Background: an optimization exercise with open tools, aiming at small area, a short achievable clock period and few clock cycles. Do not read the settings as production practice.
Where RTL was checked, it was by simulation tests only, not by an equivalence proof against the original.
Only the layout flow was run in runs 1, 2 and 4; the RTL was not checked for function there.
Power is estimated from default activity; no workload was simulated.

==> flow/design.v (outline; a module is shown in full before it is edited, if it fits) <==
// module mac_agen: 118 lines
// module mac_add: 26 lines
// module mac_form_o: 39 lines
// module mac_rsb: 13 lines
// module mac_seq_tile: 435 lines
// module mac_mul: 1270 lines
module mac_seq_tile (
    input  wire        clk,
    input  wire        rst,
    input  wire        start,
    input  wire        a_signed,
    input  wire        b_signed,
    input  wire [30:0] ag0_cfg,
    input  wire [30:0] ag1_cfg,
    output wire        busy,
    output reg         done,
    output wire [5:0]  i_addr,
    input  wire [31:0] i_rdata,
    output wire [7:0]  x_addr,
    output wire        x_we,
    output wire [15:0] x_wdata,
    input  wire [15:0] x_rdata,
    output wire [7:0]  y_addr,
    output wire        y_we,
    output wire [15:0] y_wdata,
    input  wire [15:0] y_rdata,
    output reg  [39:0] acc,
    output reg  [15:0] out,
    output reg  [3:0]  bx,
    output reg         ovf,
    output reg         fault,
    output reg  [1:0]  fault_code,
    output reg  [5:0]  pc
);
  // ...
==> flow/flow/run.sh <==
#!/bin/bash
# The standard layout (the standard flow's synthesis, floorplan, placement, CTS and routing),
# with two changes to how the layout is made:
#  - repair_timing is asked for 14 ns more setup slack than the clock period
#    needs, so that the tools size the critical paths for speed;
#  - the port buffers are buf_2 cells (the standard flow picks clkdlybuf4s50_1,
#    a delay cell). Every input and output port still gets its buffer.
# The design, its synthesis, clock and constraints are the standard flow's; each run's
# output goes to its own log.
set -euo pipefail
bash standard.sh synth > synth.log 2>&1
bash standard.sh SETUP_SLACK_MARGIN=14 TNS_END_PERCENT=20 \
    "BUFFER_PORTS_ARGS=-buffer_cell sky130_fd_sc_hd__buf_2" finish > layout.log 2>&1
==> flow/standard.sh <==
#!/bin/bash
# synth_recipe.tcl (not shown) runs the flow's synth.tcl, then flattens the netlist and writes it again
# the make line also repeats each setting of config.mk as NAME=value (left out here)
make -C /OpenROAD-flow-scripts/flow DESIGN_CONFIG=/design/flow/config.mk WORK_HOME=/design/flow/orfs CLKGATE_MAP_FILE= SYNTH_SCRIPT=/design/flow/synth_recipe.tcl "${@:-finish}"
==> flow/config.mk <==
export PLATFORM = sky130hd
export DESIGN_NAME = mac_seq_tile
export DESIGN_NICKNAME = mac_seq_tile
export VERILOG_FILES = /design/flow/design.v
export SDC_FILE = /design/flow/constraint.sdc
export NUM_CORES = 4
export LEC_CHECK = 0
export CAP_MARGIN = 20
export CORE_MARGIN = 2
export CORE_UTILIZATION = 40
export SLEW_MARGIN = 20
==> flow/constraint.sdc <==
create_clock -name core_clock -period 20.0 [get_ports {clk}]
set_input_delay 4.0000 -clock core_clock [delete_from_list [all_inputs] [get_ports {clk}]]
set_output_delay 4.0000 -clock core_clock [all_outputs]
set_load 0.01 [all_outputs]
==> metrics.md, run 1 <==
| Metric | Value |
|---|---|
| Outcome | finished clean |
| Top-count cell post-synth | nand2_1 |
| Largest power group | combinational logic |
| N_taps | 1488 |
| Total GRT Usage | 0.252 |
| Minimum clock period | 6140 ps |
| Maxcap violations | 0 |
| Vias in the first global route | 36500 |
| Sequential share of power | 0.271 |
| Mapped Cells | 5163 |
| # clk buffers | 93 |
| Biggest register | acc |
| Max reg flops | 40 |
| Main area contributors after synthesis | dfxtp_1, fa_1, ha_1, mux2i_1, nand2_1 |
| Setup Buffers After CTS | 83 |
| Commonest cells post-synth | nand2_1, dfxtp_1, inv_1, a21oi_1, nor2_1 |
| Antenna Cells | 7 |
| GR Layer Usage met3 | 0.0546 |
| DR WL met3 | 12.7 mm |
| Fin. Hold Viols | 0 |
| R2R Path End | ov_n$_SDFF_PP0_ |
| Post-synth EDFFs | 48 |
| Synthesized flop and latch total | 607 |
| Slowest-stage cell, CP | fa_1 |
| Final Instance Count excl. Fillers | 6950 |
| Most used routing layer | met2 |
| Leakage | 22.0 nW |
| CP delay by family, top | adder cells |
| Final wirelength | 149 mm |
| Top layer in use | met5 |
| Initial DRT Pass Iterations | 8 |
| Final setup TNS | 0 ps |
| Post-synthesis xor/xnor area fraction | 0.0462 |
| Hold Startpoint | r_wx$_DFF_P_ |
| Initial antenna violation count | 31 |
| Setup WS pre-CTS | 12550 ps |
| Highest-count cells in the layout ignoring fill and taps | nand2_1, dfxtp_1, inv_1 |
| Crit path to | ov_n$_SDFF_PP0_ |
==> module mac_seq_tile, before the edit <==
module mac_seq_tile (
    input  wire        clk,
    input  wire        rst,
    input  wire        start,
    input  wire        a_signed,
    input  wire        b_signed,
    input  wire [30:0] ag0_cfg,
    input  wire [30:0] ag1_cfg,
    output wire        busy,
    output reg         done,
    output wire [5:0]  i_addr,
    input  wire [31:0] i_rdata,
    output wire [7:0]  x_addr,
    output wire        x_we,
    output wire [15:0] x_wdata,
    input  wire [15:0] x_rdata,
    output wire [7:0]  y_addr,
    output wire        y_we,
    output wire [15:0] y_wdata,
    input  wire [15:0] y_rdata,
    output reg  [39:0] acc,
    output reg  [15:0] out,
    output reg  [3:0]  bx,
    output reg         ovf,
    output reg         fault,
    output reg  [1:0]  fault_code,
    output reg  [5:0]  pc
);
    localparam [1:0] F_NONE = 2'd0, F_ILLEGAL = 2'd1, F_NESTED = 2'd2;
    reg        busy_r;
    reg        run;           
    reg        first;         
    reg        fin;           
    reg        fin_halt;
    reg [5:0]  fpc;           
    reg [5:0]  ppc;           
    reg        pvalid;        
    reg        use_hold;      
    reg [18:0] hold;          
    reg        px_same, py_same;    
    reg        jc_v;          
    reg [5:0]  jc_a, jc_t;
    reg [15:0] k0, k1, xr, yr;
    reg [3:0]  det;
    reg        lp_active;
    reg [5:0]  lp_start;
    reg [5:0]  lp_end;
    reg [9:0]  lp_left;
    wire       lp_wrap = (lp_start > lp_end);
    reg [7:0]  xa_r, ya_r;    
    reg        xwe_r, ywe_r;
    reg [15:0] xwd_r, ywd_r;  
    reg        xb_v, yb_v;    
    reg [7:0]  xb_a, yb_a;
    reg [15:0] xb_d, yb_d;
    assign busy    = busy_r;
    assign i_addr  = fpc;
    assign x_addr  = xa_r;
    assign y_addr  = ya_r;
    assign x_we    = xwe_r;
    assign y_we    = ywe_r;
    assign x_wdata = xwd_r;
    assign y_wdata = ywd_r;
    wire accept = start && !busy_r;
    wire [31:0] ins = use_hold ? {1'b0, hold[18:16], hold[15:0], 12'd0} : i_rdata;
    wire [3:0]  op  = ins[31:28];
    wire        i_fx = ins[27], i_fy = ins[26];
    wire        i_a0 = ins[23], i_a1 = ins[22];
    wire [15:0] imm = ins[15:0];
    wire is_arith = !op[3] && !(op[2] && (op[1] || op[0]));
    wire is_ldk0  = (op == 4'h8);
    wire is_ldk1  = (op == 4'h9);
    wire is_loop  = (op == 4'hA);
    wire is_jmp   = (op == 4'hB);
    wire is_bxclr = (op == 4'hC);
    wire is_halt  = (op == 4'hF);
    wire is_ill   = (op == 4'h5) || (op == 4'h6) || (op == 4'h7) || (op == 4'hD) || (op == 4'hE);
    reg        e_valid, e_wx, e_wy;
    reg [7:0]  e_xa, e_ya;
    wire x_force = xb_v && e_valid && e_wx;
    wire y_force = yb_v && e_valid && e_wy;
    wire skip_x = px_same;
    wire skip_y = py_same;
    wire rdy0n, rdy1n;
    wire pact  = busy_r && run && pvalid;    
    wire stall = pact && is_arith &&
                 ((i_fx && !skip_x && x_force) || (i_fy && !skip_y && y_force) ||
                  (i_a0 && (first || !rdy0n)) || (i_a1 && (first || !rdy1n)));
    wire exec  = pact && !stall;
    wire [5:0] e_new     = imm[15:10];
    wire       loop_nest = is_loop && lp_active;
    wire       loop_ill  = is_loop && !lp_active && (e_new == ppc);
    wire       finish    = is_ill || is_halt || loop_nest || loop_ill;
    wire [1:0] fcode     = is_ill ? F_ILLEGAL : loop_nest ? F_NESTED : loop_ill ? F_ILLEGAL : F_NONE;
    wire [5:0] tgt     = imm[5:0];
    wire       tg_ge_s = (tgt >= lp_start);
    wire       tg_le_e = (tgt <= lp_end);
    wire       jmp_out = !(lp_wrap ? (tg_ge_s || tg_le_e) : (tg_ge_s && tg_le_e));
    wire       at_end  = lp_active && (ppc == lp_end);
    wire       counts  = !is_loop && !is_jmp && !finish;
    reg        n_active;
    reg [5:0]  n_start, n_end;
    reg [9:0]  n_left;
    always @* begin
        n_active = lp_active;
        n_start  = lp_start;
        n_end    = lp_end;
        n_left   = lp_left;
        if (exec) begin
            if (is_loop && !finish) begin
                n_active = 1'b1;
                n_start  = ppc + 6'd1;
                n_end    = e_new;
                n_left   = imm[9:0];
            end else if (is_jmp) begin
                if (lp_active && jmp_out)
                    n_active = 1'b0;
            end else if (counts && at_end) begin
                if (lp_left != 10'd0)
                    n_left = lp_left - 10'd1;
                else
                    n_active = 1'b0;
            end
        end
    end
    wire [5:0] fpc_p1  = fpc + 6'd1;
    wire       jc_inb  = lp_wrap ? (jc_t >= lp_start || jc_t <= lp_end) : (jc_t >= lp_start && jc_t <= lp_end);
    wire       fold    = jc_v && lp_active && jc_inb && (fpc_p1 == jc_a);
    wire [5:0] fpc_inc = fold ? jc_t : fpc_p1;
    wire       f_at_e  = (fpc == lp_end);
    wire [5:0] f_a     = (lp_active && f_at_e && lp_left != 10'd0) ? lp_start : fpc_inc;
    wire [5:0] f_b     = (f_at_e && lp_left > 10'd1) ? lp_start : fpc_inc;
    wire [5:0] f_c     = (fpc == e_new && imm[9:0] != 10'd0) ? fpc : fpc_inc;
    wire       p_loop  = exec && is_loop && !finish;
    wire       p_cnt   = exec && counts && at_end;
    wire       f_jc    = jc_v && (fpc == jc_a);
    wire [5:0] fpc_seq = f_jc ? jc_t : p_loop ? f_c : p_cnt ? f_b : f_a;
    wire ending = exec && finish;
    wire jump   = exec && is_jmp && (fpc != tgt);    
    wire need_x = exec && is_arith && i_fx && !skip_x;
    wire need_y = exec && is_arith && i_fy && !skip_y;
    reg        d_valid, d_arith, d_ldk0, d_ldk1, d_bxclr, d_end, d_halt;
    reg        d_mul, d_mac, d_msu, d_clr;
    reg        d_xskip, d_yskip;
    reg [15:0] d_pay;         
    wire       d_fx = d_pay[15], d_fy = d_pay[14], d_wx = d_pay[13], d_wy = d_pay[12];
    wire       d_a0 = d_pay[11], d_a1 = d_pay[10], d_wr = d_pay[9];
    wire ag_adv0 = d_valid && d_arith && d_a0;
    wire ag_adv1 = d_valid && d_arith && d_a1;
    wire [7:0] xa_cur, ya_cur, xa_nxt, ya_nxt, xa_base, ya_base;
    wire rdy0, rdy1;
    mac_agen u_ag0 (.clk(clk), .rst(rst), .cfg(ag0_cfg), .clear(!busy_r), .init(first),
                    .adv(ag_adv0), .ready(rdy0), .ready_nx(rdy0n),
                    .addr_cur(xa_cur), .addr_nxt(xa_nxt), .base_in(xa_base));
    mac_agen u_ag1 (.clk(clk), .rst(rst), .cfg(ag1_cfg), .clear(!busy_r), .init(first),
                    .adv(ag_adv1), .ready(rdy1), .ready_nx(rdy1n),
                    .addr_cur(ya_cur), .addr_nxt(ya_nxt), .base_in(ya_base));
    reg        r_valid, r_arith, r_fx, r_fy, r_wx, r_wy, r_wr, r_sat, r_sela;
    reg [1:0]  r_selb;
    reg [4:0]  r_p;
    reg        r_mul, r_msu, r_mac, r_clr;
    reg        r_bxclr, r_end, r_halt;
    reg        r_xskip, r_yskip;
    reg [7:0]  r_xa, r_ya;
    reg        e_wr, e_sat;
    reg [4:0]  e_p;
    reg        e_mul, e_msu, e_mac;
    reg        e_bxclr, e_end, e_halt;
    reg [16:0] e_a, e_b;
    reg        w_oused, w_bxclr;
    reg        ov_n;          
    wire [15:0] o_comb;
    mac_form_o u_form (.acc(acc), .pe(e_p), .sat(e_sat), .o(o_comb));
    wire [40:0] msum;
    mac_mul u_mul (.a(e_a), .b(e_b), .msu(e_msu), .x(acc & {40{e_mac}}), .sum(msum));
    wire acc_ovf = msum[40] ^ msum[39];
    wire [3:0] o_rsb;
    mac_rsb u_rsb (.v(o_comb), .rsb(o_rsb));
    wire x_hit_e = e_valid && e_wx && (e_xa == r_xa);
    wire x_hit_b = xb_v && (xb_a == r_xa);
    wire x_hit_w = xwe_r && (xa_r == r_xa);
    wire y_hit_e = e_valid && e_wy && (e_ya == r_ya);
    wire y_hit_b = yb_v && (yb_a == r_ya);
    wire y_hit_w = ywe_r && (ya_r == r_ya);
    wire        x_hit  = x_hit_e || x_hit_b || x_hit_w;
    wire        y_hit  = y_hit_e || y_hit_b || y_hit_w;
    wire [15:0] x_fwd  = x_hit_e ? o_comb : x_hit_b ? xb_d : xwd_r;
    wire [15:0] y_fwd  = y_hit_e ? o_comb : y_hit_b ? yb_d : ywd_r;
    wire [15:0] xr_new = (r_fx && x_hit) ? x_fwd : (r_fx && !r_xskip) ? x_rdata : xr;
    wire [15:0] yr_new = (r_fy && y_hit) ? y_fwd : (r_fy && !r_yskip) ? y_rdata : yr;
    reg [15:0] opa, opb;
    always @* begin
        opa = r_sela ? yr_new : xr_new;
        case (r_selb)
            2'b00:   opb = yr_new;
            2'b01:   opb = k0;
            2'b10:   opb = k1;
            default: opb = xr_new;
        endcase
    end
    wire [16:0] opa_x = r_clr ? 17'd0 : {a_signed & opa[15], opa};
    wire [16:0] opb_x = {b_signed & opb[15], opb} ^ {17{r_msu}};
    wire        x_new  = e_valid && e_wx;
    wire        x_cand = xb_v || x_new;
    wire        x_sch  = x_cand && !need_x;
    wire [7:0]  x_ca   = xb_v ? xb_a : e_xa;
    wire [15:0] x_cd   = xb_v ? xb_d : o_comb;
    wire        y_new  = e_valid && e_wy;
    wire        y_cand = yb_v || y_new;
    wire        y_sch  = y_cand && !need_y;
    wire [7:0]  y_ca   = yb_v ? yb_a : e_ya;
    wire [15:0] y_cd   = yb_v ? yb_d : o_comb;
    reg  [3:0] w_rsb;
    wire [3:0] det_next = w_bxclr ? 4'd15 :
                          (w_oused && w_rsb < det) ? w_rsb : det;
    always @(posedge clk) begin
        d_arith <= is_arith;
        d_ldk0  <= is_ldk0;
        d_ldk1  <= is_ldk1;
        d_bxclr <= is_bxclr;
        d_end   <= finish;
        d_halt  <= is_halt;
        d_mul   <= is_arith && (op[2:0] == 3'd1 || op[2:0] == 3'd2 || op[2:0] == 3'd3 || op[2:0] == 3'd4);
        d_mac   <= is_arith && (op[2:0] == 3'd2 || op[2:0] == 3'd3);
        d_msu   <= is_arith && (op[2:0] == 3'd3);
        d_clr   <= is_arith && (op[2:0] == 3'd4);
        d_xskip <= skip_x;
        d_yskip <= skip_y;
        d_pay   <= is_arith ? {ins[27:21], (ins[20:16] > 5'd24) ? 5'd24 : ins[20:16], ins[15:12]} : imm;
        r_arith <= d_arith;
        r_fx    <= d_fx && d_arith;
        r_fy    <= d_fy && d_arith;
        r_wx    <= d_wx && d_arith;
        r_wy    <= d_wy && d_arith;
        r_wr    <= d_wr && d_arith;
        r_p     <= d_pay[8:4];
        r_sat   <= d_pay[3];
        r_sela  <= d_pay[2];
        r_selb  <= d_pay[1:0];
        r_mul   <= d_mul;
        r_mac   <= d_mac;
        r_msu   <= d_msu;
        r_clr   <= d_clr;
        r_bxclr <= d_bxclr;
        r_end   <= d_end;
        r_halt  <= d_halt;
        r_xskip <= d_xskip;
        r_yskip <= d_yskip;
        r_xa    <= xa_cur;
        r_ya    <= ya_cur;
        e_wx    <= r_wx;
        e_wy    <= r_wy;
        e_wr    <= r_wr;
        e_p     <= r_p;
        e_sat   <= r_sat;
        e_mul   <= r_mul;
        e_mac   <= r_mac;
        e_msu   <= r_msu;
        e_bxclr <= r_bxclr;
        e_end   <= r_end;
        e_halt  <= r_halt;
        e_xa    <= r_xa;
        e_ya    <= r_ya;
        e_a     <= opa_x;
        e_b     <= opb_x;
        w_rsb   <= o_rsb;
        xwd_r <= x_cd;
        ywd_r <= y_cd;
        if (!xb_v || x_new) begin
            xb_a <= e_xa;
            xb_d <= o_comb;
        end
        if (!yb_v || y_new) begin
            yb_a <= e_ya;
            yb_d <= o_comb;
        end
    end
    always @(posedge clk) begin
        if (rst) begin
            busy_r     <= 1'b0;
            done       <= 1'b0;
            run        <= 1'b0;
            first      <= 1'b0;
            fin        <= 1'b0;
            fin_halt   <= 1'b0;
            fpc        <= 6'd0;
            ppc        <= 6'd0;
            pvalid     <= 1'b0;
            use_hold   <= 1'b0;
            hold       <= 19'd0;
            acc        <= 40'd0;
            out        <= 16'd0;
            bx         <= 4'd15;
            det        <= 4'd15;
            ovf        <= 1'b0;
            fault      <= 1'b0;
            fault_code <= F_NONE;
            pc         <= 6'd0;
            k0         <= 16'd0;
            k1         <= 16'd0;
            xr         <= 16'd0;
            yr         <= 16'd0;
            lp_active  <= 1'b0;
            jc_v       <= 1'b0;
            px_same    <= 1'b0;
            py_same    <= 1'b0;
            jc_a       <= 6'd0;
            jc_t       <= 6'd0;
            lp_start   <= 6'd0;
            lp_end     <= 6'd0;
            lp_left    <= 10'd0;
            xa_r       <= 8'd0;
            ya_r       <= 8'd0;
            xwe_r      <= 1'b0;
            ywe_r      <= 1'b0;
            xb_v       <= 1'b0;
            yb_v       <= 1'b0;
            d_valid    <= 1'b0;
            r_valid    <= 1'b0;
            e_valid    <= 1'b0;
            w_oused    <= 1'b0;
            w_bxclr    <= 1'b0;
            ov_n       <= 1'b0;
        end else begin
            done  <= 1'b0;
            first <= accept;
            if (!busy_r) begin
                busy_r     <= start;
                fpc        <= {5'd0, start};
                run        <= 1'b1;
                ppc        <= 6'd0;
                pvalid     <= 1'b1;
                use_hold   <= 1'b0;
                lp_active  <= 1'b0;
                jc_v       <= 1'b0;
                px_same    <= 1'b0;
                py_same    <= 1'b0;
                if (start) begin
                    fault      <= 1'b0;
                    fault_code <= F_NONE;
                end
            end else if (run) begin
                if (stall) begin
                    use_hold <= 1'b1;
                    hold     <= {ins[30:28], ins[27:12]};
                end else if (!pvalid) begin
                    fpc      <= fpc_seq;
                    ppc      <= fpc;
                    pvalid   <= 1'b1;
                    use_hold <= 1'b0;
                end else if (ending) begin
                    run       <= 1'b0;
                    pvalid    <= 1'b0;
                    use_hold  <= 1'b0;
                    fpc       <= 6'd0;
                    pc        <= ppc;
                    lp_active <= 1'b0;
                    if (fcode != F_NONE) begin
                        fault      <= 1'b1;
                        fault_code <= fcode;
                    end
                end else begin
                    lp_active <= n_active;
                    lp_start  <= n_start;
                    lp_end    <= n_end;
                    lp_left   <= n_left;
                    use_hold  <= 1'b0;
                    if (is_arith) begin
                        px_same <= i_fx && !i_a0 && !ins[25];
                        py_same <= i_fy && !i_a1 && !ins[24];
                    end
                    if (jump) begin
                        fpc    <= tgt;
                        ppc    <= tgt;
                        pvalid <= 1'b0;
                        jc_v   <= 1'b1;
                        jc_a   <= ppc;
                        jc_t   <= tgt;
                    end else begin
                        fpc    <= fpc_seq;
                        ppc    <= fpc;
                        pvalid <= 1'b1;
                    end
                end
            end
            if (d_valid && d_ldk0) k0 <= d_pay;
            if (d_valid && d_ldk1) k1 <= d_pay;
            d_valid <= exec && (is_arith || is_ldk0 || is_ldk1 || is_bxclr || finish);
            r_valid <= d_valid && (d_arith || d_bxclr || d_end);
            e_valid <= r_valid;
            if (r_valid && r_arith) begin
                xr <= xr_new;
                yr <= yr_new;
            end
            xwe_r <= x_sch;
            ywe_r <= y_sch;
            xa_r  <= x_sch ? x_ca : first ? xa_base : xa_nxt;
            ya_r  <= y_sch ? y_ca : first ? ya_base : ya_nxt;
            xb_v  <= x_sch ? (xb_v && x_new) : x_cand;
            yb_v  <= y_sch ? (yb_v && y_new) : y_cand;
            w_oused <= e_valid && (e_wx || e_wy || e_wr);
            w_bxclr <= e_valid && e_bxclr;
            if (e_valid) begin
                if (e_mul)
                    acc <= msum[39:0];
                if (e_wr)
                    out <= o_comb;
            end
            ov_n <= e_valid && e_mul && acc_ovf;
            if (e_valid && e_bxclr)
                ovf <= 1'b0;
            else if (ov_n)
                ovf <= 1'b1;
            if (e_valid && e_end) begin
                if (xb_v || yb_v) begin
                    fin      <= 1'b1;
                    fin_halt <= e_halt;
                end else begin
                    done   <= 1'b1;
                    busy_r <= 1'b0;
                    if (e_halt)
                        bx <= det_next;
                end
            end
            if (fin) begin
                fin    <= 1'b0;
                done   <= 1'b1;
                busy_r <= 1'b0;
                if (fin_halt)
                    bx <= det_next;
            end
            det <= det_next;
        end
    end
endmodule
==> run 2, diff against run 1 <==
--- a/flow/design.v
+++ b/flow/design.v
@@ -282,5 +282,5 @@
     wire stall = pact && is_arith &&
                  ((i_fx && !skip_x && x_force) || (i_fy && !skip_y && y_force) ||
-                  (i_a0 && (first || !rdy0n)) || (i_a1 && (first || !rdy1n)));
+                  first || !rdy0n || !rdy1n);
     wire exec  = pact && !stall;
     wire [5:0] e_new     = imm[15:10];
@@ -303,5 +303,5 @@
         n_end    = lp_end;
         n_left   = lp_left;
-        if (exec) begin
+        if (pact) begin
             if (is_loop && !finish) begin
                 n_active = 1'b1;
@@ -312,5 +312,5 @@
                 if (lp_active && jmp_out)
                     n_active = 1'b0;
-            end else if (counts && at_end) begin
+            end else if (counts && at_end && !stall) begin
                 if (lp_left != 10'd0)
                     n_left = lp_left - 10'd1;
@@ -328,10 +328,10 @@
     wire [5:0] f_b     = (f_at_e && lp_left > 10'd1) ? lp_start : fpc_inc;
     wire [5:0] f_c     = (fpc == e_new && imm[9:0] != 10'd0) ? fpc : fpc_inc;
-    wire       p_loop  = exec && is_loop && !finish;
-    wire       p_cnt   = exec && counts && at_end;
+    wire       p_loop  = pact && is_loop && !finish;
+    wire       p_cnt   = pact && counts && at_end && !stall;
     wire       f_jc    = jc_v && (fpc == jc_a);
     wire [5:0] fpc_seq = f_jc ? jc_t : p_loop ? f_c : p_cnt ? f_b : f_a;
-    wire ending = exec && finish;
-    wire jump   = exec && is_jmp && (fpc != tgt);    
+    wire ending = pact && finish;
+    wire jump   = pact && is_jmp && (fpc != tgt);    
     wire need_x = exec && is_arith && i_fx && !skip_x;
     wire need_y = exec && is_arith && i_fy && !skip_y;
@@ -537,7 +537,8 @@
                 end
             end else if (run) begin
+                if (!use_hold)
+                    hold <= {i_rdata[30:28], i_rdata[27:12]};
                 if (stall) begin
                     use_hold <= 1'b1;
-                    hold     <= {ins[30:28], ins[27:12]};
                 end else if (!pvalid) begin
                     fpc      <= fpc_seq;
@@ -562,5 +563,5 @@
                     lp_left   <= n_left;
                     use_hold  <= 1'b0;
-                    if (is_arith) begin
+                    if (pact && is_arith) begin
                         px_same <= i_fx && !i_a0 && !ins[25];
                         py_same <= i_fy && !i_a1 && !ins[24];
==> metrics.md, run 2 <==
| Metric | Value |
|---|---|
| Clk pwr share | 0.271 |
| Site Rows | 122 |
| P_sw | 1.85 mW |
| Register area share after synthesis | 0.283 |
| Drt drc | 0 |
| CTS Hold Buffers Added | 0 |
| 1st-iter DRT viols | 3356 |
| Fin. Hold Viols | 0 (unchanged) |
| Initial core utilization | 0.403 |
| Synth area leader | dfxtp_1 |
| Clk root buf | clkbuf_16 |
| Post-synth EDFFs | 48 (unchanged) |
| First-pass GRT wire length | 223 mm |
| Final wirelength | 147 mm (-1.0%) |
| Critical path required time | 20460 ps |
| Maxcap violations | 0 (unchanged) |
| Via-to-Cell Ratio | 5.57 |
| CP arrival | 6830 ps |
| TritonCTS clock tree | yes |
| Power Internal | 3.17 mW |
| # fillers | 10800 |
| Max-slew violation count | 0 |
| Crit path kind | reg2reg |
| Setup Skew | 25.7 ps |
| Final setup TNS | 0 ps (unchanged) |
| Period utilization | 0.318 |
| Input/output buffers | 256 |
| Cells after DPL | 6704 |
| Dpl hpwl | 106 mm |
| Syn nets | 5838 |
| Gr ovfl total | 0 |
| Final setup fails | 0 |
| Final Instance Count excl. Fillers | 6934 (-0.23%) |
| Synth unique cells | 97 |
| Area grow syn2layout | 15.0% |
| Minimum clock period | 6370 ps (+232 ps) |
| Total GRT Usage | 0.249 (-0.00264) |
| Clock sinks | 607 |
| Switching Share | 0.368 |
| H-Tree Depth | 3 |
| PwrDens | 97.6 mW/mm^2 |
| F_max | 0.157 GHz |
| Mapped Cells | 5204 (+0.79%) |
| Synthesized flop and latch total | 607 (unchanged) |
| Worst setup SP type | flop |
| Crit path max fanout | 6 |
| Max reg flops | 40 (unchanged) |
| Highest-count cells in the layout ignoring fill and taps | nand2_1, dfxtp_1, inv_1 |
| Commonest cells post-synth | nand2_1, dfxtp_1, inv_1, a21oi_1, nor2_1 |
| Peak VDD IR | 103 uV |
| Combinational share of power | 0.437 |
| Synth top area share | 0.250 |
| Layout cell share with drive strength beyond 1 | 0.159 |
| Largest net degree at the start of global routing | 79 |
| CTS clk-pin slew, worst paths | 60 ps |
| Endpoint class of the critical path | flop |
| FFs w/ async S/R, synth | 0 |
| YS warnings | 7 |
| Top-count cell post-synth | nand2_1 |
| Final Cell Area | 0.0514 mm^2 |
| Top Registers | acc: 40 flops, hold: 19 flops |
| Outcome | finished clean |
| Drt wl/cell | 21.2 um |
| Final ANT Viol Nets | 0 |
| CTS buffer count | 70 |
| Synthesized cell area | 0.0447 mm^2 |
| Max Buffers Root-to-Sink | 3 |
| Die footprint | 0.114 mm^2 |
| Worst-margin pin slew | 1220 ps |
| Die W | 338 um |
| Initial antenna violation count | 21 (-32%) |
| Worst Slack Setup Final | 13630 ps |
| Dpl cell area | 0.0474 mm^2 |
| Initial DRT Pass Iterations | 7 (-1) |
| Die Ht | 338 um |
| Hold crit path type | reg2reg |
| Worst-skew pair later-pin latency | 640 ps |
| # IOs | 259 |
| Vias in the first global route | 37400 (+2.4%) |
| Leakage | 21.8 nW (-0.68%) |
| GPL Wtd Cong | 0.939 |
| Core region area | 0.111 mm^2 |
| Main area contributors after synthesis | dfxtp_1, fa_1, ha_1, nand2_1, a21oi_1 |
| Sequential share of power | 0.293 (+0.022) |
| Setup WS pre-CTS | 12720 ps (+162 ps) |
| Vias after detailed routing | 38600 |
| Max-Slew Margin vs Limit | 0.181 |
| Util after Layout | 0.464 |
| Biggest register | acc |
| Nets | 6021 |
| Syn avg cell area | 8.59 um^2 |
| Unrepaired setup endpoints after global routing | true |
| Hold slack | 326 ps |
| Most common library cell in the layout ignoring fill and taps | nand2_1 |
| Ys flop type | dfxtp_1 |
| PnR Total Power | 5.02 mW |
[run 2: cell count changes in the layout (fill, tap and decap cells not counted), moves of 19 or more]
cell      before  now
fa_1         229  250
mux2_2        87   57
buf_4        153  131
and2_1       243  224
nand2_1      575  615
o21ai_0      189  162
fa_2          54   33
nor2_1       347  371
a211oi_1      65   91
a21oi_1      376  400
[run 2: timing repair]
item | CTS | global route
resized for setup | 139 | 43
pin swaps | 35 | 27
cloned | 2 | 0
endpoints found under the setup margin | 68 | 54
setup buffers | 80 | 17
[run 2: metal layers]
metal	vias to the layer above	global-route usage	part of all wire
met5	-	0	0.00066
met4	18	0.101	0.046
met3	388	0.0515	0.084
met2	1549	0.402	0.45
met1	18600	0.325	0.42
li1	18000	-	-
[run 2: cell type report]
type                    instances  area, um^2  area share
multi-input cells            3817       29900       0.581
inverters                     484        1820      0.0354
well taps                    1488        1860      0.0362
clock inverters                34         449     0.00873
diodes                          4        10.0    0.000195
repair buffers                407        2650      0.0515
clock buffers                  93        1980      0.0385
flip-flops and latches        607       12800       0.249
[run 2: worst paths after layout]
| check | start | to | cells past startpoint | slack (ps) |
|---|---|---|---|---|
| worst max register to register | e_a[8]$_SDFF_PP0_ | ov_n$_SDFF_PP0_ | 25 | 13630 |
| worst min register to register | r_p[3]$_DFF_P_ | e_p[3]$_DFF_P_ | 0 | 330 |
| worst min-delay path | r_p[3]$_DFF_P_ | e_p[3]$_DFF_P_ | 0 | 330 |
| worst max-delay path | e_a[8]$_SDFF_PP0_ | ov_n$_SDFF_PP0_ | 25 | 13630 |
[run 2: cell families after synthesis]
group	count (synthesis)	synth area share
AND/OR/NAND/NOR	1693	0.179
multiplexers	312	0.0866
adder cells (fa/ha/maj)	508	0.189
XOR/XNOR	230	0.0454
AO/OA/AOI/OAI	1074	0.150
buffers and inverters	780	0.0672
flip-flops	607	0.283
[run 2: critical path, stage by stage, from the launching register on]
cell and delay (ps):
dfxtp_4 440, buf_8 150, buf_4 120, buf_4 100
nand2_1 50, fa_1 460, fa_1 520, inv_1 50
fa_1 470, inv_1 50, fa_1 460, fa_1 490
inv_1 60, ha_4 280, ha_4 210, a21o_1 170
a21o_1 160, a21o_1 200, a221o_1 360, a31oi_4 190
o21ai_2 90, a31o_2 230, o41a_1 440, o31ai_2 230
xnor2_1 160, nor3_1 60
[run 2: power groups by stage]
stage | clock network [mW] | logic [mW] | registers, mW
6_report | 1.36 | 2.19 | 1.47
5_1_grt | 1.43 | 2.42 | 1.48
4_1_cts | 1.38 | 2.13 | 1.47
3_5_place_dp | 0 | 1.89 | 1.51
3_3_place_gp | 0 | 1.88 | 1.51
2_1_floorplan | 0 | 1.48 | 1.44
==> run 3, diff against run 2 <==
--- a/flow/design.v
+++ b/flow/design.v
@@ -274,8 +274,26 @@
     reg        e_valid, e_wx, e_wy;
     reg [7:0]  e_xa, e_ya;
+    reg        d_valid, d_arith, d_ldk0, d_ldk1, d_bxclr, d_end, d_halt;
+    reg        d_mul, d_mac, d_msu, d_clr;
+    reg        d_xskip, d_yskip;
+    reg [15:0] d_pay;         
+    wire       d_fx = d_pay[15], d_fy = d_pay[14], d_wx = d_pay[13], d_wy = d_pay[12];
+    wire       d_a0 = d_pay[11], d_a1 = d_pay[10], d_wr = d_pay[9];
+    reg        r_valid, r_arith, r_fx, r_fy, r_wx, r_wy, r_wr, r_sat, r_sela;
+    reg [1:0]  r_selb;
+    reg [4:0]  r_p;
+    reg        r_mul, r_msu, r_mac, r_clr;
+    reg        r_bxclr, r_end, r_halt;
+    reg        r_xskip, r_yskip;
+    reg        r_a0, r_a1;
+    reg [7:0]  r_xa, r_ya;
     wire x_force = xb_v && e_valid && e_wx;
     wire y_force = yb_v && e_valid && e_wy;
-    wire skip_x = px_same;
-    wire skip_y = py_same;
+    wire d_adv0 = d_valid && d_arith && d_a0;
+    wire d_adv1 = d_valid && d_arith && d_a1;
+    wire skip_x = px_same || (d_valid && d_arith && d_wx && !d_a0) ||
+                  (r_valid && r_wx && !r_a0 && !d_adv0);
+    wire skip_y = py_same || (d_valid && d_arith && d_wy && !d_a1) ||
+                  (r_valid && r_wy && !r_a1 && !d_adv1);
     wire rdy0n, rdy1n;
     wire pact  = busy_r && run && pvalid;    
@@ -336,10 +354,4 @@
     wire need_x = exec && is_arith && i_fx && !skip_x;
     wire need_y = exec && is_arith && i_fy && !skip_y;
-    reg        d_valid, d_arith, d_ldk0, d_ldk1, d_bxclr, d_end, d_halt;
-    reg        d_mul, d_mac, d_msu, d_clr;
-    reg        d_xskip, d_yskip;
-    reg [15:0] d_pay;         
-    wire       d_fx = d_pay[15], d_fy = d_pay[14], d_wx = d_pay[13], d_wy = d_pay[12];
-    wire       d_a0 = d_pay[11], d_a1 = d_pay[10], d_wr = d_pay[9];
     wire ag_adv0 = d_valid && d_arith && d_a0;
     wire ag_adv1 = d_valid && d_arith && d_a1;
@@ -352,11 +364,4 @@
                     .adv(ag_adv1), .ready(rdy1), .ready_nx(rdy1n),
                     .addr_cur(ya_cur), .addr_nxt(ya_nxt), .base_in(ya_base));
-    reg        r_valid, r_arith, r_fx, r_fy, r_wx, r_wy, r_wr, r_sat, r_sela;
-    reg [1:0]  r_selb;
-    reg [4:0]  r_p;
-    reg        r_mul, r_msu, r_mac, r_clr;
-    reg        r_bxclr, r_end, r_halt;
-    reg        r_xskip, r_yskip;
-    reg [7:0]  r_xa, r_ya;
     reg        e_wr, e_sat;
     reg [4:0]  e_p;
@@ -441,4 +446,6 @@
         r_end   <= d_end;
         r_halt  <= d_halt;
+        r_a0    <= d_a0;
+        r_a1    <= d_a1;
         r_xskip <= d_xskip;
         r_yskip <= d_yskip;
==> metrics.md, run 3 <==
| Metric | Value |
|---|---|
| CTS Hold Buffers Added | 0 (unchanged) |
| Final ANT Viol Nets | 0 (unchanged) |
| Drt drc | 0 (unchanged) |
| TritonCTS clock tree | yes |
| Largest net degree at the start of global routing | 178 (+130%) |
| Endpoint class of the critical path | flop |
| CP arrival | 6670 ps (-160 ps) |
| PwrDens | 98.0 mW/mm^2 (+0.36%) |
| Setup Skew | 34.8 ps (+9.14 ps) |
| Period utilization | 0.307 (-0.0114) |
| Final wirelength | 145 mm (-1.4%) |
| Input/output buffers | 256 (unchanged) |
| FFs w/ async S/R, synth | 0 (unchanged) |
| Total GRT Usage | 0.245 (-0.00434) |
| Worst-margin pin slew | 1040 ps (-181 ps) |
| CTS clk-pin slew, worst paths | 60 ps (about the same) |
| GPL Wtd Cong | 0.915 (-2.5%) |
| Switching Share | 0.376 (+0.00788) |
| Syn nets | 5712 (-2.2%) |
| Sequential share of power | 0.285 (-0.008) |
| Biggest register | acc |
| Vias after detailed routing | 37700 (-2.3%) |
| Initial antenna violation count | 26 (+24%) |
| Outcome | finished clean |
| Ys flop type | dfxtp_1 |
| Power Internal | 3.17 mW (about the same) |
| Crit path kind | reg2reg |
| Drt wl/cell | 21.2 um (-0.19%) |
| Layout cell share with drive strength beyond 1 | 0.179 (+0.0204) |
| Clk pwr share | 0.258 (-0.013) |
| Maxcap violations | 0 (unchanged) |
| CTS buffer count | 68 (-2.9%) |
| F_max | 0.163 GHz (+3.7%) |
| Crit path max fanout | 5 (-1) |
| Clk root buf | clkbuf_16 |
| Initial core utilization | 0.404 (about the same) |
| Initial DRT Pass Iterations | 8 (+1) |
| Most common library cell in the layout ignoring fill and taps | nand2_1 |
| Worst-skew pair later-pin latency | 630 ps (about the same) |
| Commonest cells post-synth | dfxtp_1, nand2_1, inv_1, a21oi_1, nor2_1 |
| Die footprint | 0.115 mm^2 (about the same) |
| 1st-iter DRT viols | 3301 (-1.6%) |
| Mapped Cells | 5078 (-2.4%) |
| Final setup fails | 0 (unchanged) |
| Combinational share of power | 0.457 (+0.020) |
| Reg2reg setup slack | 13860 ps (+230 ps) |
| # IOs | 259 (unchanged) |
| Synth unique cells | 109 (+12%) |
| Site Rows | 122 (unchanged) |
| Synth area leader | dfxtp_1 |
| Clock sinks | 609 (+0.33%) |
| Final setup TNS | 0 ps (unchanged) |
| Highest-count cells in the layout ignoring fill and taps | nand2_1, dfxtp_1, inv_1 |
| Main area contributors after synthesis | dfxtp_1, fa_1, ha_1, nand2_1, a21oi_1 |
| Vias in the first global route | 36300 (-3.0%) |
| Hold slack | 323 ps (-3.04 ps) |
| Max Buffers Root-to-Sink | 3 (unchanged) |
| Hold crit path type | reg2reg |
| Area grow syn2layout | 15.9% |
| Die W | 338 um (about the same) |
| Synth top area share | 0.251 (+0.000720) |
| Max reg flops | 40 (unchanged) |
| Critical path required time | 20530 ps (+70 ps) |
| Peak VDD IR | 148 uV (+44%) |
| Leakage | 21.8 nW (about the same) |
| H-Tree Depth | 3 (unchanged) |
| Unrepaired setup endpoints after global routing | true |
| P_sw | 1.91 mW (+3.4%) |
| Worst setup SP type | flop |
| Max-Slew Margin vs Limit | 0.303 (+0.122) |
| Top Registers | acc: 40 flops, hold: 19 flops |
| Register area share after synthesis | 0.283 (+0.000697) |
| Dpl hpwl | 105 mm (-1.2%) |
| Util after Layout | 0.468 (+0.00385) |
| Synthesized cell area | 0.0447 mm^2 (about the same) |
| Minimum clock period | 6140 ps (-228 ps) |
| Post-synth EDFFs | 48 (unchanged) |
| YS warnings | 7 (unchanged) |
| Syn avg cell area | 8.81 um^2 (+2.6%) |
| Synthesized flop and latch total | 609 (+0.33%) |
| Gr ovfl total | 0 (unchanged) |
| Fin. Hold Viols | 0 (unchanged) |
| Max-slew violation count | 0 (unchanged) |
| Die Ht | 338 um (about the same) |
| Nets | 5933 (-1.5%) |
| Top-count cell post-synth | dfxtp_1 |
| First-pass GRT wire length | 220 mm (-1.6%) |
| Core region area | 0.111 mm^2 (unchanged) |
| Via-to-Cell Ratio | 5.51 (-1.1%) |
==> run 3: cell count changes after synthesis, moves of 17 or more <==
cell / change
nand2_1: -71
and2_1: +26
nand3_1: -26
nor2_1: -26
clkbuf_1: -23
o22ai_1: -17
==> run 3: timing repair <==
item | CTS | global route
cloned | 1 | 3
setup endpoints to repair | 68 | 65
endpoints found under the hold margin | 0 | 0
pin swaps | 19 | 61
buffers inserted | 58 | 71
gates resized for setup | 133 | 160
==> run 3: stage by stage <==
stage	instances	power, mW	cell area, um^2	setup slack (ps)
4_1_cts	6767	4.77	50600	13810
3_3_place_gp	6583	3.30	47300	12790
3_5_place_dp	6584	3.32	47300	12700
2_1_floorplan	5078	2.85	45000	13920
5_1_grt	6846	5.39	51900	13740
6_report	6848	5.08	51900	13860
==> run 3: worst max-delay path, stage by stage, from the launching register on <==
cell and delay, ps:
dfxtp_4 350, buf_12 130, and2_4 160, fa_2 370, fa_1 550, inv_1 60, fa_2 560, fa_2 210
inv_2 40, fa_1 500, inv_1 50, fa_1 510, inv_2 50, ha_4 260, ha_4 190, a21o_1 160
a21o_1 150, a21o_1 150, a21o_1 200, a21oi_4 220, a2bb2oi_2 200, a31oi_4 120, a211oi_2 260, xnor2_1 100
or3_1 330, a21oi_2 140
==> run 3: power by group through the flow <==
stage,clock network [mW],registers [mW],logic (mW)
global placement,0,1.49,1.82
CTS,1.33,1.46,1.99
floorplan,0,1.43,1.42
finish,1.31,1.45,2.32
detailed placement,0,1.49,1.83
global route,1.37,1.46,2.55
==> run 3: path summary, 6_finish.rpt <==
kind,from,end,cells after the start
worst min register to register,r_bxclr$_DFF_P_,e_bxclr$_DFF_P_,0
worst max-delay path,e_a[3]$_SDFF_PP0_,ov_n$_SDFF_PP0_,25
worst min-delay path,r_bxclr$_DFF_P_,e_bxclr$_DFF_P_,0
worst max register to register,e_a[3]$_SDFF_PP0_,ov_n$_SDFF_PP0_,25
==> run 3: cell families (layout without fill, tap and decap cells) <==
| kind of cell | after synthesis | after routing | share of synthesized area |
|---|---|---|---|
| AND/OR/NAND/NOR | 1582 | 1582 | 0.171 |
| AO/OA/AOI/OAI | 1050 | 1050 | 0.149 |
| buffers and inverters | 776 | 1050 | 0.0695 |
| flip-flops | 609 | 609 | 0.283 |
| adder cells (fa/ha/maj) | 507 | 507 | 0.189 |
| multiplexers | 325 | 325 | 0.0939 |
| XOR/XNOR | 229 | 230 | 0.0452 |
| other | 0 | 7 | 0 |
==> run 3: routing by layer <==
metal,part of all wire,GRT usage
met1,0.42,0.327
met2,0.46,0.393
met3,0.086,0.0544
met4,0.034,0.0775
met5,0.0011,0
==> run 3: cell type report <==
cell class / instances / area [um^2]
Clock buffer: 93 / 1990
Inverter: 484 / 1840
Fill cell: 10700 / 59000
Tap cell: 1488 / 1860
Sequential cell: 609 / 12800
Timing Repair Buffer: 442 / 3010
Multi-Input combinational cell: 3694 / 30000
Antenna cell: 7 / 17.5
Clock inverter: 31 / 353
Testbench counts of run 3, summed over its fixed seeds: cycles 36,613.
==> run 4, diff against run 3 <==
--- a/flow/design.v
+++ b/flow/design.v
@@ -371,4 +371,5 @@
     reg        w_oused, w_bxclr;
     reg        ov_n;          
+    reg [15:0] o_r;           
     wire [15:0] o_comb;
     mac_form_o u_form (.acc(acc), .pe(e_p), .sat(e_sat), .o(o_comb));
@@ -376,6 +377,4 @@
     mac_mul u_mul (.a(e_a), .b(e_b), .msu(e_msu), .x(acc & {40{e_mac}}), .sum(msum));
     wire acc_ovf = msum[40] ^ msum[39];
-    wire [3:0] o_rsb;
-    mac_rsb u_rsb (.v(o_comb), .rsb(o_rsb));
     wire x_hit_e = e_valid && e_wx && (e_xa == r_xa);
     wire x_hit_b = xb_v && (xb_a == r_xa);
@@ -412,5 +411,6 @@
     wire [7:0]  y_ca   = yb_v ? yb_a : e_ya;
     wire [15:0] y_cd   = yb_v ? yb_d : o_comb;
-    reg  [3:0] w_rsb;
+    wire [3:0] w_rsb;
+    mac_rsb u_rsb (.v(o_r), .rsb(w_rsb));
     wire [3:0] det_next = w_bxclr ? 4'd15 :
                           (w_oused && w_rsb < det) ? w_rsb : det;
@@ -467,5 +467,5 @@
         e_a     <= opa_x;
         e_b     <= opb_x;
-        w_rsb   <= o_rsb;
+        o_r     <= o_comb;
         xwd_r <= x_cd;
         ywd_r <= y_cd;
==> metrics.md, run 4 <==
| Metric | Value |
|---|---|
| Outcome | finished clean |
| Final Cell Area | 0.0524 mm^2 (+1.1%) |
| Die Ht | 339 um (about the same) |
| Syn nets | 5744 (+0.56%) |
| Endpoint class of the critical path | flop |
| Largest net degree at the start of global routing | 94 (-47%) |
| FFs w/ async S/R, synth | 0 (unchanged) |
| Max-Slew Margin vs Limit | 0.234 (-0.0691) |
| Crit path largest cell delay | 540 ps (-20 ps) |
| YS warnings | 7 (unchanged) |
| Total GRT Usage | 0.260 (+0.0153) |
| # IOs | 259 (unchanged) |
| Synth area leader | dfxtp_1 |
| Synthesized flop and latch total | 621 (+2.0%) |
| First-pass GRT wire length | 231 mm (+5.1%) |
| PnR Total Power | 4.75 mW (-6.6%) |
| Biggest register | acc |
| Top-count cell post-synth | nand2_1 |
| Hold slack | 317 ps (-6.08 ps) |
| 1st-iter DRT viols | 2943 (-11%) |
| Initial antenna violation count | 5 (-81%) |
| Clock sinks | 621 (+2.0%) |
| Initial DRT Pass Iterations | 5 (-3) |
| Worst-margin pin slew | 1140 ps (+96.4 ps) |
| Max-slew violation count | 0 (unchanged) |
| Synth unique cells | 97 (-11%) |
| Highest-count cells in the layout ignoring fill and taps | nand2_1, dfxtp_1, inv_1 |
| Max Buffers Root-to-Sink | 3 (unchanged) |
| Dpl hpwl | 111 mm (+6.5%) |
| CP most frequent cell | inv_2 |
| Critical path required time | 20540 ps (about the same) |
| Crit path kind | reg2reg |
| Vias in the first global route | 37700 (+3.9%) |
| TritonCTS clock tree | yes |
| Layout cell share with drive strength beyond 1 | 0.181 (+0.00177) |
| Drt wl/cell | 22.3 um (+5.2%) |
| Post-synth EDFFs | 48 (unchanged) |
| Mapped Cells | 5110 (+0.63%) |
| PwrDens | 90.5 mW/mm^2 (-7.6%) |
| Main area contributors after synthesis | dfxtp_1, fa_1, ha_1, nand2_1, a21oi_1 |
| Final setup fails | 0 (unchanged) |
| Synth top area share | 0.256 (+0.00488) |
| H-Tree Depth | 3 (unchanged) |
| CTS clk-pin slew, worst paths | 60 ps (about the same) |
| Final ANT Viol Nets | 0 (unchanged) |
| Area grow syn2layout | 16.9% |
| Dpl cell area | 0.0476 mm^2 (+0.61%) |
| Commonest cells post-synth | nand2_1, dfxtp_1, inv_1, a21oi_1, nor2_1 |
| Top Registers | acc: 40 flops, hold: 19 flops |
| Vias after detailed routing | 38400 (+1.9%) |
| Final setup TNS | 0 ps (unchanged) |
| CTS buffer count | 72 (+5.9%) |
| Input/output buffers | 256 (unchanged) |
| Synthesized cell area | 0.0448 mm^2 (+0.19%) |
| Most common library cell in the layout ignoring fill and taps | nand2_1 |
| Drt drc | 0 (unchanged) |
| F_max | 0.149 GHz (-8.4%) |
| Setup Skew | 39.2 ps (+4.40 ps) |
| CTS Hold Buffers Added | 0 (unchanged) |
| Site Rows | 122 (unchanged) |
| Syn avg cell area | 8.77 um^2 (-0.43%) |
| Unrepaired setup endpoints after global routing | true |
| Fin. Hold Viols | 0 (unchanged) |
| Clk root buf | clkbuf_16 |
| Reg2reg setup slack | 13300 ps (-560 ps) |
| Slowest-stage cell, CP | fa_1 |
| Final wirelength | 154 mm (+6.0%) |
| Peak VDD IR | 114 uV (-22%) |
| Register area share after synthesis | 0.288 (+0.00481) |
| Core region area | 0.111 mm^2 (+0.14%) |
| Worst-skew pair later-pin latency | 660 ps (+30 ps) |
| Maxcap violations | 0 (unchanged) |
| Crit path max fanout | 4 (-1) |
| Via-to-Cell Ratio | 5.57 (+1.1%) |
| Ys flop type | dfxtp_1 |
| Max reg flops | 40 (unchanged) |
| Die footprint | 0.115 mm^2 (+0.19%) |
| Gr ovfl total | 0 (unchanged) |
| Leakage | 21.8 nW (about the same) |
| Nets | 5987 (+0.91%) |
| CP arrival | 7240 ps (+570 ps) |
| Initial core utilization | 0.404 (about the same) |
| Worst setup SP type | flop |
| GPL Wtd Cong | 0.939 (+2.6%) |
| Period utilization | 0.335 (+0.0280) |
| Hold crit path type | reg2reg |
| Die W | 339 um (about the same) |
| Minimum clock period | 6700 ps (+561 ps) |
==> run 4: per-stage QoR <==
step,instances,setup slack (ps),utilization
detailed placement,6634,11210,0.429
CTS,6849,13340,0.463
global placement,6634,11270,0.429
global route,6900,13150,0.472
floorplan,5110,13590,-
finish,6902,13300,0.472
==> run 4: metal layers <==
layer / vias to the layer above / GRT usage / wire, um
li1: 18000 / - / -
met1: 18800 / 0.327 / 63300
met2: 1330 / 0.437 / 72900
met3: 294 / 0.0570 / 12000
met4: 6 / 0.0946 / 5590
met5: - / 0 / 35
==> run 4: area by class of cell <==
class                           instances  area (um^2)
Antenna cell                            3         7.51
Inverter                              492         1850
Clock inverter                         40          557
Tap cell                             1488         1860
Clock buffer                           92         2030
Timing Repair Buffer                  454         3120
Sequential cell                       621        13100
Multi-Input combinational cell       3712        29900
Fill cell                           10800        58600
==> run 4: report_power, final <==
part | leakage, nW | internal (mW) | switching, mW | total [mW]
Combinational | 15.3 | 0.848 | 0.992 | 1.84
Clock | 1.24 | 0.826 | 0.598 | 1.42
Sequential | 5.28 | 1.37 | 0.109 | 1.48
==> run 4: cells by family (layout without fill, tap and decap cells) <==
group           count (synthesis)  count (layout)  synth area share
compound gates               1078            1078             0.154
other cells                     0               3                 0
xor+xnor                      209             209            0.0410
flops                         621             621             0.288
mux                           324             324            0.0932
buf+inv                       777            1078            0.0678
simple gates                 1594            1594             0.167
fa+ha+maj                     507             507             0.189
==> run 4: final timing paths <==
path / start / cells past startpoint / to
worst max-delay path: e_a[4]$_SDFF_PP0_ / 27 / ov_n$_SDFF_PP0_
worst min-delay path: r_p[3]$_DFF_P_ / 0 / e_p[3]$_DFF_P_
worst max register to register: e_a[4]$_SDFF_PP0_ / 27 / ov_n$_SDFF_PP0_
worst min register to register: r_p[3]$_DFF_P_ / 0 / e_p[3]$_DFF_P_
==> run 4: critical path: cells and delay by family (launching register included) <==
| family | cells | cell delay (ps) |
|---|---|---|
| fa+ha+maj | 8 | 3040 |
| compound gates | 6 | 1730 |
| buf+inv | 8 | 630 |
| simple gates | 4 | 500 |
| flops | 1 | 380 |
| mux | 1 | 290 |
==> run 4: what timing repair did <==
item                       CTS  global route
pin swaps                   39            46
setup endpoints to repair   93           155
gates resized for setup    144           131
setup buffers               81            48
cloned                       2             2
==> run 5, diff against run 4 <==
--- a/flow/design.v
+++ b/flow/design.v
@@ -371,5 +371,4 @@
     reg        w_oused, w_bxclr;
     reg        ov_n;          
-    reg [15:0] o_r;           
     wire [15:0] o_comb;
     mac_form_o u_form (.acc(acc), .pe(e_p), .sat(e_sat), .o(o_comb));
@@ -377,4 +376,6 @@
     mac_mul u_mul (.a(e_a), .b(e_b), .msu(e_msu), .x(acc & {40{e_mac}}), .sum(msum));
     wire acc_ovf = msum[40] ^ msum[39];
+    wire [3:0] o_rsb;
+    mac_rsb u_rsb (.v(o_comb), .rsb(o_rsb));
     wire x_hit_e = e_valid && e_wx && (e_xa == r_xa);
     wire x_hit_b = xb_v && (xb_a == r_xa);
@@ -411,6 +412,5 @@
     wire [7:0]  y_ca   = yb_v ? yb_a : e_ya;
     wire [15:0] y_cd   = yb_v ? yb_d : o_comb;
-    wire [3:0] w_rsb;
-    mac_rsb u_rsb (.v(o_r), .rsb(w_rsb));
+    reg  [3:0] w_rsb;
     wire [3:0] det_next = w_bxclr ? 4'd15 :
                           (w_oused && w_rsb < det) ? w_rsb : det;
@@ -467,5 +467,5 @@
         e_a     <= opa_x;
         e_b     <= opb_x;
-        o_r     <= o_comb;
+        w_rsb   <= o_rsb;
         xwd_r <= x_cd;
         ywd_r <= y_cd;
==> flow/flow/run.sh (replaced) <==
#!/bin/bash
# The standard layout (the standard flow's synthesis, floorplan, placement, CTS and routing),
# with these changes to how the layout is made:
#  - repair_timing is asked for 14 ns more setup slack than the clock period
#    needs, so that the tools size the critical paths for speed;
#  - the port buffers are buf_2 cells (the standard flow picks clkdlybuf4s50_1,
#    a delay cell). Every input and output port still gets its buffer;
#  - clock tree synthesis adds no dummy load cells at the clock tree's leaves.
# The design, its synthesis, clock and constraints are the standard flow's; each run's
# output goes to its own log.
set -euo pipefail
bash standard.sh synth > synth.log 2>&1
bash standard.sh SETUP_SLACK_MARGIN=14 TNS_END_PERCENT=20 \
    "BUFFER_PORTS_ARGS=-buffer_cell sky130_fd_sc_hd__buf_2" \
    "CTS_ARGS=-sink_clustering_enable -repair_clock_nets -dont_use_dummy_load" \
    finish > layout.log 2>&1
==> metrics.md, run 5 <==
| Metric | Value |
|---|---|
| Outcome | finished clean |
| Synth top area share | 0.251 (-0.00488) |
| Crit path max fanout | 5 (+1) |
| Worst setup SP type | primary input |
| Drt drc | 0 (unchanged) |
| Main area contributors after synthesis | dfxtp_1, fa_1, ha_1, nand2_1, a21oi_1 |
| Hold Path End | e_bxclr$_DFF_P_ |
| TritonCTS clock tree | yes |
| Clk root buf | clkbuf_16 |
| Final Cell Area | 0.0512 mm^2 (-2.4%) |
| Slowest-stage cell, CP | o311ai_4 |
| FF-to-FF Start | e_a[8]$_SDFF_PP0_ |
| F_max | 0.163 GHz (+9.3%) |
| Synthesized flop and latch total | 609 (-1.9%) |
| Synth area leader | dfxtp_1 |
| Worst-margin pin slew | 1040 ps (-105 ps) |
| Crit path cell chain | buf_2 > mux2i_1 > a2111oi_2 > o311ai_4 > nand2_2 > o31a_1 > and2_1 > a31oi_1 > a22oi_1 > o21ai_0 > a32o_1 |
| Mapped Cells | 5078 (-0.63%) |
| Dpl cell area | 0.0473 mm^2 (-0.60%) |
| Final Instance Count excl. Fillers | 6791 (-1.6%) |
| Area grow syn2layout | 14.4% |
| Fin. Hold Viols | 0 (unchanged) |
| YS warnings | 7 (unchanged) |
| Crit path kind | in2reg |
| Top layer in use | met5 |
| Register area share after synthesis | 0.283 (-0.00481) |
| Max reg flops | 40 (unchanged) |
| CTS buffer count | 68 (-5.6%) |
| Endpoint class of the critical path | flop |
| Met1 wire length | 61.2 mm (-3.3%) |
| CP arrival | 6670 ps (-570 ps) |
| Layout cell share with drive strength beyond 1 | 0.172 (-0.00887) |
| Hold crit path type | reg2reg |
| # IOs | 259 (unchanged) |
| Period utilization | 0.306 (-0.0286) |
| Dpl hpwl | 105 mm (-6.1%) |
| Max Buffers Root-to-Sink | 3 (unchanged) |
| Final setup TNS | 0 ps (unchanged) |
| Total GRT Usage | 0.245 (-0.0154) |
| Max-slew violation count | 0 (unchanged) |
| Final setup fails | 0 (unchanged) |
| Largest net degree at the start of global routing | 178 (+89%) |
| Die W | 338 um (about the same) |
| Ys flop type | dfxtp_1 |
| GPL Wtd Cong | 0.915 (-2.5%) |
| Crit path largest cell delay | 470 ps (-70 ps) |
| Synth unique cells | 109 (+12%) |
| Die footprint | 0.115 mm^2 (-0.19%) |
| Die Ht | 338 um (about the same) |
| Vias after detailed routing | 37600 (-2.2%) |
| FFs w/ async S/R, synth | 0 (unchanged) |
| Highest-count cells in the layout ignoring fill and taps | nand2_1, dfxtp_1, inv_1 |
| Leakage | 21.5 nW (-1.4%) |
| H-Tree Depth | 3 (unchanged) |
| Most common library cell in the layout ignoring fill and taps | nand2_1 |
| 1st-iter DRT viols | 3357 (+14%) |
| Site Rows | 122 (unchanged) |
| Initial core utilization | 0.404 (about the same) |
| Nets | 5931 (-0.94%) |
| Hold Path Stages | 0 (unchanged) |
| Post-synth EDFFs | 48 (unchanged) |
| Synthesized cell area | 0.0447 mm^2 (-0.19%) |
| Top Registers | acc: 40 flops, hold: 19 flops |
| R2R Path End | ov_n$_SDFF_PP0_ |
| Drt wl/cell | 21.3 um (-4.6%) |
| Peak VDD IR | 121 uV (+5.7%) |
| Core region area | 0.111 mm^2 (-0.14%) |
| Via-to-Cell Ratio | 5.53 (-0.62%) |
| Gr ovfl total | 0 (unchanged) |
| Worst-skew pair later-pin latency | 620 ps (-40 ps) |
| Setup Skew | 78.7 ps (+39.5 ps) |
| PwrDens | 94.8 mW/mm^2 (+4.7%) |
| Cells after DPL | 6584 (-0.75%) |
| Hold Startpoint | r_bxclr$_DFF_P_ |
| Top-count cell post-synth | dfxtp_1 |
| Met2 Wirelength | 65.8 mm (-9.8%) |
| Initial antenna violation count | 26 (+21) |
| Max-Slew Margin vs Limit | 0.309 (+0.0749) |
| DR WL met3 | 12.4 mm (+3.9%) |
| Syn avg cell area | 8.81 um^2 (+0.44%) |
| Initial DRT Pass Iterations | 6 (+1) |
| Critical path required time | 20540 ps (about the same) |
| Final wirelength | 144 mm (-6.1%) |
| Unrepaired setup endpoints after global routing | true |
| Clock sinks | 609 (-1.9%) |
| First-pass GRT wire length | 220 mm (-4.9%) |
| Vias in the first global route | 36200 (-4.0%) |
| Biggest register | acc |
| Minimum clock period | 6130 ps (-572 ps) |
| Syn nets | 5712 (-0.56%) |
| Reg2Reg Depth | 24 (-11%) |
| Final ANT Viol Nets | 0 (unchanged) |
| Input/output buffers | 256 (unchanged) |
| Reg2reg setup slack | 13910 ps (+610 ps) |
| Commonest cells post-synth | dfxtp_1, nand2_1, inv_1, a21oi_1, nor2_1 |
| Maxcap violations | 0 (unchanged) |
| CTS clk-pin slew, worst paths | 60 ps (about the same) |
## run 5: metal layers
metal  global-route usage  vias up
met5                    0        -
met4               0.0792       26
met3               0.0524      295
met2                0.393     1442
met1                0.327    18200
li1                     -    17700
## run 5: how the worst max path moves through the flow
stage | slack (ps) | to | depth (start not counted) | startpoint
CTS | 13840 | u_ag1.aadv[7]$_DFF_P_ | 26 | d_arith$_DFF_P_
global placement | 12790 | xa_r[0]$_SDFF_PP0_ | 13 | i_rdata[28]
finish | 13870 | fpc[1]$_SDFFE_PP0P_ | 11 | i_rdata[26]
global route | 13740 | u_ag1.aadv[7]$_DFF_P_ | 26 | d_arith$_DFF_P_
detailed placement | 12700 | xa_r[3]$_SDFF_PP0_ | 13 | i_rdata[28]
floorplan | 13920 | xa_r[0]$_SDFF_PP0_ | 15 | i_rdata[30]
## run 5: critical path: cells and delay by family
kind	cells	cell delay [ps]
simple gates	2	370
mux	1	390
buf+inv	1	150
compound gates	7	1760
## run 5: area by class of cell
class | count | area (um^2)
fill | 10700 | 59600
sequential | 609 | 12800
inverter | 484 | 1820
multi-input combinational | 3694 | 30000
tap | 1488 | 1860
antenna | 8 | 20.0
clock buffer | 68 | 1700
timing repair buffer | 440 | 2990
## run 5: cells by family after synthesis
group,count (synthesis),share of synthesized area
simple gates,1582,0.171
compound gates,1050,0.149
buf+inv,776,0.0695
flops,609,0.283
fa+ha+maj,507,0.189
mux,325,0.0939
xor+xnor,229,0.0452
## run 5: stage by stage
step / setup WS, ps / util / hold slack (ps) / power, mW
floorplan: 13920 / - / 310 / 2.85
global placement: 12790 / 0.426 / 310 / 3.30
detailed placement: 12700 / 0.427 / 312 / 3.32
CTS: 13840 / 0.451 / 322 / 4.55
global route: 13740 / 0.462 / 328 / 5.15
finish: 13870 / 0.462 / 323 / 4.85
## run 5: timing repair
action                                  CTS  global route
buffers inserted                         53            75
hold buffers                              0             0
cloned                                    2             1
pin swaps                                22            67
endpoints found under the setup margin   68            58
gates resized for setup                 142           152
## run 5: report_power, final
part | switching, mW | total [mW] | internal (mW)
clock | 0.483 | 1.08 | 0.596
combinational | 1.25 | 2.33 | 1.07
sequential | 0.0977 | 1.45 | 1.35
total | 1.83 | 4.85 | 3.02
Testbench counts of run 5, summed over its fixed seeds: cycles 36,613.
==> run 6, diff against run 5 <==
--- a/flow/flow/run.sh
+++ b/flow/flow/run.sh
@@ -6,5 +6,6 @@
 #  - the port buffers are buf_2 cells (the standard flow picks clkdlybuf4s50_1,
 #    a delay cell). Every input and output port still gets its buffer;
-#  - clock tree synthesis adds no dummy load cells at the clock tree's leaves.
+#  - clock tree synthesis adds no dummy load cells at the clock tree's leaves
+#    and clusters up to 24 flip-flops per leaf buffer.
 # The design, its synthesis, clock and constraints are the standard flow's; each run's
 # output goes to its own log.
@@ -13,4 +14,4 @@
 bash standard.sh SETUP_SLACK_MARGIN=14 TNS_END_PERCENT=20 \
     "BUFFER_PORTS_ARGS=-buffer_cell sky130_fd_sc_hd__buf_2" \
-    "CTS_ARGS=-sink_clustering_enable -repair_clock_nets -dont_use_dummy_load" \
+    "CTS_ARGS=-sink_clustering_enable -repair_clock_nets -dont_use_dummy_load -sink_clustering_size 24" \
     finish > layout.log 2>&1
==> metrics.md, run 6 <==
| Metric | Value |
|---|---|
| CTS buffer count | 68 (unchanged) |
| Peak VDD IR | 121 uV (unchanged) |
| CP startpoint | i_rdata[26] |
| Met1 wire length | 61.2 mm (unchanged) |
| Synth unique cells | 109 (unchanged) |
| First-pass GRT wire length | 220 mm (unchanged) |
| Top layer in use | met5 |
| CP arrival | 6670 ps (about the same) |
| Critical path required time | 20540 ps (about the same) |
| Vias after detailed routing | 37600 (unchanged) |
| Layout cell share with drive strength beyond 1 | 0.172 (unchanged) |
| Ys flop type | dfxtp_1 |
| Setup Skew | 78.7 ps (unchanged) |
| Largest net degree at the start of global routing | 178 (unchanged) |
| Syn avg cell area | 8.81 um^2 (unchanged) |
| Drt wl/cell | 21.3 um (unchanged) |
| Final Cell Area | 0.0512 mm^2 (unchanged) |
| Final setup fails | 0 (unchanged) |
| Main area contributors after synthesis | dfxtp_1, fa_1, ha_1, nand2_1, a21oi_1 |
| Die W | 338 um (unchanged) |
| Final wirelength | 144 mm (unchanged) |
| Initial core utilization | 0.404 (unchanged) |
| Outcome | finished clean |
| Power Internal | 3.02 mW (unchanged) |
| Reg2Reg Depth | 24 (unchanged) |
| Synth top area share | 0.251 (unchanged) |
| Die Ht | 338 um (unchanged) |
| Initial DRT Pass Iterations | 6 (unchanged) |
| Setup WS pre-CTS | 12700 ps (unchanged) |
| Period utilization | 0.306 (unchanged) |
| Input/output buffers | 256 (unchanged) |
| Worst Slack Setup Final | 13870 ps (unchanged) |
| Biggest register | acc |
| Initial antenna violation count | 26 (unchanged) |
| Synthesized flop and latch total | 609 (unchanged) |
| Critical path depth | 11 (unchanged) |
| Worst setup SP type | primary input |
| Dpl cell area | 0.0473 mm^2 (unchanged) |
| Mapped Cells | 5078 (unchanged) |
| Top Registers | acc: 40 flops, hold: 19 flops |
| PnR Total Power | 4.85 mW (unchanged) |
| Commonest cells post-synth | dfxtp_1, nand2_1, inv_1, a21oi_1, nor2_1 |
| Maxcap violations | 0 (unchanged) |
| Dpl hpwl | 105 mm (unchanged) |
| Crit path kind | in2reg |
| Nets | 5931 (unchanged) |
| Max-Slew Margin vs Limit | 0.309 (unchanged) |
| Final setup TNS | 0 ps (unchanged) |
| Reg2reg setup slack | 13910 ps (about the same) |
| Area grow syn2layout | 14.4% (unchanged) |
| Worst path bufs/invs | 1 (unchanged) |
| Core region area | 0.111 mm^2 (unchanged) |
| Clk pwr share | 0.222 (about the same) |
| Worst-skew pair later-pin latency | 620 ps (about the same) |
| Endpoint class of the critical path | flop |
| F_max | 0.163 GHz (unchanged) |
| Fin. Hold Viols | 0 (unchanged) |
| Post-synth EDFFs | 48 (unchanged) |
| Crit path largest cell delay | 470 ps (about the same) |
| 1st-iter DRT viols | 3357 (unchanged) |
| Leakage | 21.5 nW (unchanged) |
| Via-to-Cell Ratio | 5.53 (unchanged) |
| Synth area leader | dfxtp_1 |
| Minimum clock period | 6130 ps (unchanged) |
| Met2 Wirelength | 65.8 mm (unchanged) |
| H-Tree Depth | 3 (unchanged) |
| Top-count cell post-synth | dfxtp_1 |
| Drt drc | 0 (unchanged) |
| CTS clk-pin slew, worst paths | 60 ps (about the same) |
| CP delay by family, top | compound AO/OA/AOI/OAI gates |
| Crit path to | fpc[1]$_SDFFE_PP0P_ |
run 6: cell counts after synthesis:
Identical to the previous run, type by type.
run 6: power by group through the flow:
stage               clock, mW  combinational (mW)  sequential [mW]
CTS                      1.10                2.00             1.46
detailed placement          0                1.83             1.49
global route             1.14                2.55             1.46
floorplan                   0                1.42             1.43
global placement            0                1.82             1.49
finish                   1.08                2.33             1.45
run 6: cells by family (layout without fill, tap and decap cells):
| logic type | after synthesis | in the layout | synth area share |
|---|---|---|---|
| simple gates | 1582 | 1582 | 0.171 |
| compound gates | 1050 | 1050 | 0.149 |
| buf+inv | 776 | 992 | 0.0695 |
| flops | 609 | 609 | 0.283 |
| fa+ha+maj | 507 | 507 | 0.189 |
| mux | 325 | 325 | 0.0939 |
| xor+xnor | 229 | 230 | 0.0452 |
| other cells | 0 | 8 | 0 |
run 6: worst min-delay path by stage:
stage	start	end	slack [ps]	depth (start not counted)
6_report	r_bxclr$_DFF_P_	e_bxclr$_DFF_P_	320	0
5_1_grt	d_mac$_DFF_P_	r_mac$_DFF_P_	330	0
4_1_cts	r_bxclr$_DFF_P_	e_bxclr$_DFF_P_	320	0
3_5_place_dp	r_bxclr$_DFF_P_	e_bxclr$_DFF_P_	310	0
3_3_place_gp	r_p[2]$_DFF_P_	e_p[2]$_DFF_P_	310	0
2_1_floorplan	r_bxclr$_DFF_P_	e_bxclr$_DFF_P_	310	0
run 6: what timing repair did:
item	4_1_cts	5_1_grt
endpoints found under the setup margin	68	58
setup buffers	53	75
gates resized for setup	142	152
hold buffers	0	0
gates cloned	2	1
pin swaps	22	67
endpoints found under the hold margin	0	0
run 6: stage by stage:
step | instances | util | hold slack (ps)
global route | 6788 | 0.462 | 328
global placement | 6583 | 0.426 | 310
finish | 6791 | 0.462 | 323
CTS | 6707 | 0.451 | 322
floorplan | 5078 | - | 310
detailed placement | 6584 | 0.427 | 312
run 6: final cells by class:
class / instances / area [um^2]
Multi-Input combinational cell: 3694 / 30000
Clock buffer: 68 / 1700
Timing Repair Buffer: 440 / 2990
Inverter: 484 / 1820
Fill cell: 10700 / 59600
Antenna cell: 8 / 20.0
Tap cell: 1488 / 1860
Sequential cell: 609 / 12800
run 6: routing by layer:
| layer | GRT usage | vias up |
|---|---|---|
| met5 | 0 | - |
| met4 | 0.0792 | 26 |
| met3 | 0.0524 | 295 |
| met2 | 0.393 | 1442 |
| met1 | 0.327 | 18200 |
| li1 | - | 17700 |

## separate check: timing with driven ports
The results above use ideal ports. As a check the final layouts listed here were re-extracted and re-timed, cells and wires unchanged. Step 1, drivers: a clkbuf_16 drives clk and a buf_2 each remaining input, both assumed. Step 2 times the ports against the registers' clock, not the clock port: input delays grow and output delays shrink by t, the midpoint of the rising clock arrivals with the driver on. a / b / c = ideal / step 1 / step 2; a / b = the first two.
run	t (ns)	setup slack, ns	slew at the worst register clock pin (ns)	cell pins on the clock port's net
run 1	0.691	13.863 / 13.863 / 13.265	0.07 / 0.07	1
run 2	0.692	13.631 / 13.631 / 13.140	0.06 / 0.06	1
run 3	0.681	13.859 / 13.859 / 13.225	0.07 / 0.07	1
run 4	0.718	13.298 / 13.299 / 12.976	0.07 / 0.07	1
run 5	0.651	13.870 / 13.897 / 13.245	0.07 / 0.07	1
run 6	0.651	13.870 / 13.897 / 13.245	0.07 / 0.07	1
After both steps setup and hold are still met in every run listed. For run 3, which loses most, drivers alone change the setup slack by 0.000 ns; drivers and shift together by -0.634 ns.
